Source: an optimization exercise on an open RTL-to-GDS flow (aim: small area and a short achievable clock period). Production flows keep margins and buffers that such runs may drop. Function was checked by simulation only, so behaviour that the tests miss may differ from the original. Power is estimated from default activity; no workload was simulated.

## build 57
==> flow/design.v (excerpt) <==
module fx_step_eval #(
    parameter LANES = 16
) (
    input  wire                 clk,
    input  wire [31*LANES-1:0]  ins,    
    input  wire [8*LANES-1:0]   opv,    
    input  wire [2*LANES-1:0]   pv,     
    output reg  [2*LANES-1:0]   res,
    output reg  [2*LANES-1:0]   rch,
    output reg  [LANES-1:0]     ill,
    output reg  [LANES-1:0]     stg,
    output reg  [7:0]           trg     
);
    wire [2*LANES-1:0] res_c;
    wire [2*LANES-1:0] rch_c;
    wire [LANES-1:0]   ill_c;
    wire [LANES-1:0]   stg_c;
    wire [4*LANES-1:0] nnz_c;    
    wire [4*LANES-1:0] none_c;   
    genvar l;
    generate
        for (l = 0; l < LANES; l = l + 1) begin : g_lane
            fx_lane_eval u_lane (
                .ins     (ins[31*l +: 31]),
                .opv     (opv[8*l +: 8]),
                .pv      (pv[2*l +: 2]),
                .res     (res_c[2*l +: 2]),
                .rch     (rch_c[2*l +: 2]),
                .ill     (ill_c[l]),
                .stg     (stg_c[l]),
                .trg_nnz (nnz_c[4*l +: 4]),
                .trg_none(none_c[4*l +: 4])
            );
        end
    endgenerate
    wire [7:0] trg_c;
    wire z0_0, z0_1, z0_2, z0_3, nany_z0, o0_0, o0_1, o0_2, o0_3, nany_o0, z1_0, z1_1, z1_2, z1_3, nany_z1, o1_0, o1_1, o1_2, o1_3, nany_o1, z2_0, z2_1, z2_2, z2_3, nany_z2, o2_0, o2_1, o2_2, o2_3, nany_o2, z3_0, z3_1, z3_2, z3_3, nany_z3, o3_0, o3_1, o3_2, o3_3, nany_o3;
    g_nand4_1 u1 (.A(nnz_c[0]), .B(nnz_c[4]), .C(nnz_c[8]), .D(nnz_c[12]), .Y(z0_0));
    g_nand4_1 u2 (.A(nnz_c[16]), .B(nnz_c[20]), .C(nnz_c[24]), .D(nnz_c[28]), .Y(z0_1));
    g_nand4_1 u3 (.A(nnz_c[32]), .B(nnz_c[36]), .C(nnz_c[40]), .D(nnz_c[44]), .Y(z0_2));
  ...
For scale: ~3100 cells after synthesis, roughly 760 I/O pins, about 17000 um2 of cells after synthesis.
export LEC_CHECK = 0
export CAP_MARGIN = 40
export CORE_AREA = 5 5 375 85
export DIE_AREA = 0 0 380 90
export PLACE_DENSITY = 0.75
export SETUP_SLACK_MARGIN = 5.0
export SLEW_MARGIN = 20
export SYNTH_HIERARCHICAL = 1
create_clock -name core_clock -period 8.0 [get_ports {clk}]
standard.sh (not shown) runs the stock make flow with config.mk's settings and CLKGATE_MAP_FILE= SYNTH_SCRIPT=/design/flow/synth_recipe.tcl, a recipe that flattens the netlist after the stock synthesis.
==> flow/flow/run.sh <==
#!/bin/bash
# Standard synthesis, then every combinational cell set to its smallest size,
# then the standard layout with 1x buffers on the ports.
set -euo pipefail
RES=orfs/results/sky130hd/fx_step_eval/base
bash standard.sh synth > synth.log 2>&1
SYNTH_ODB=$RES/1_synth.odb openroad -no_init -exit flow/downsize.tcl > downsize.log 2>&1
bash standard.sh BUFFER_PORTS_ARGS="-buffer_cell sky130_fd_sc_hd__buf_1" finish > layout.log 2>&1
==> flow/flow/downsize.tcl <==
# Swap every combinational cell of the synthesized netlist for the smallest
# cell of its family (same function and pins, lowest drive strength), so that
# timing repair later upsizes only where the paths need it.
read_db $::env(SYNTH_ODB)
set db [ord::get_db]
set fam [dict create]
foreach lib [$db getLibs] {
  foreach m [$lib getMasters] {
    set n [$m getName]
    if {![regexp {^(sky130_fd_sc_hd__[a-z0-9]+)_([0-9]+)$} $n -> base drv]} continue
    if {[string match "*lpflow*" $n] || [string match "*probe*" $n]} continue
    set a [expr {[$m getWidth] * [$m getHeight]}]
    if {![dict exists $fam $base] || $a < [lindex [dict get $fam $base] 1]} {
      dict set fam $base [list $m $a]
    }
  }
}
set swapped 0
foreach inst [[[$db getChip] getBlock] getInsts] {
  set m [$inst getMaster]
  set n [$m getName]
  if {![regexp {^(sky130_fd_sc_hd__[a-z0-9]+)_([0-9]+)$} $n -> base drv]} continue
  if {[string match "*df*" $base] || [string match "*conb*" $base]} continue
  if {![dict exists $fam $base]} continue
  set nm [lindex [dict get $fam $base] 0]
  if {[$nm getName] ne $n} {
    $inst swapMaster $nm
    incr swapped
  }
}
puts "downsize: swapped $swapped cells"
write_db $::env(SYNTH_ODB)
Build 57 reached the final stage; the timing, DRC and antenna checks on its layout passed.
Input changes introduced in build 25 (baseline for comparison: build 57):
- SETUP_SLACK_MARGIN now 4.8, was 5.0
- TNS_END_PERCENT now 10, previously not set
Notes after the runs:
Build 25 vs. build 57: first-iteration DRC count moved down, met2 usage lower, power drawn by the clock network decreased 14%, largest net degree at the start of global routing down 1, worst hold-check slack now smaller.
The lower wire length of the first global-routing pass of build 57 and build 25 is in build 25.
The routed wire length in build 25 sits 11% below the value recorded for build 57.
Compared with build 57, build 25 shows a final area that is 13% lower.
Comparing build 57 against build 25, there is no change at all in clock-buffer cell count.
Comparing build 25 with build 57, the post-detailed-placement cell area came out essentially unchanged.
On build 25: clock network fraction of design power is 0.5 points lower than what build 57 gave.
Here is what was changed in the inputs of build 17 compared with build 25.
- changing TNS_END_PERCENT from 10 to 5
- changing SETUP_SLACK_MARGIN from 4.8 to 5.0
Results
- Full die area: build 17 vs build 25 identical
- | utilization | lower: build 25 |
- Post-route met1 wirelength: build 17 < build 25
Modified inputs, build 75 compared to build 17
- TNS_END_PERCENT: 5 -> unset
- SETUP_SLACK_MARGIN: 5.0 -> unset
--- outcome ---
Sequential portion of the cell area: build 75 higher than build 17. | final clock period utilization by the worst path | lower: build 17 |. The estimated power of build 75 ends up lower than the estimate for build 17. [compare] base=build 17 new=build 75: actual slew at the worst max-slew pin increased by 18 ps relative to the old numbers; total stage count of the critical path decreased by 1 relative to the old numbers. Of build 75 and build 17, the run reporting the higher final area was build 17. The higher first-pass GRT wire length came out of build 75. Area used by multi-input combinational logic for build 75 is lower than for build 17. The maximum clock frequency of build 75 is lower than that of build 17. Number of setup violations in the final report: build 75 vs build 17 identical. Build 75 vs build 17, tightest hold margin went up by 13 ps.

[static timing again, ports no longer ideal]
How much do the figures lean on ideal ports? The routed layouts below were timed once more, with nothing changed but the port constraints. Step 1: set_driving_cell puts a clkbuf_16 on clk and a buf_2 on each other input, an assumption about the parent block. Step 2 adds t to the input delays and takes it off the output delays; t is the mean of the earliest and latest rising clock arrival at the registers after step 1. Input paths then give back, and output paths get back, about the clock's delay inside the block. Slacks: ideal / step 1 / step 2; pairs: ideal / step 1.
run | shift t [ns] | slack for setup (ns) | worst slew at a driven data input, ns
build 57 | 0.428 | 4.837 / 4.857 / 4.429 | 0.11
build 25 | 0.428 | 4.767 / 4.787 / 4.359 | 0.08
build 17 | 0.432 | 4.880 / 4.904 / 4.471 | 0.09
build 75 | 0.428 | 4.400 / 4.426 / 3.998 | 0.08
After both steps every run listed still meets setup and hold. For build 17, which loses most, drivers alone change the setup slack by +0.024 ns; drivers and shift together by -0.409 ns.
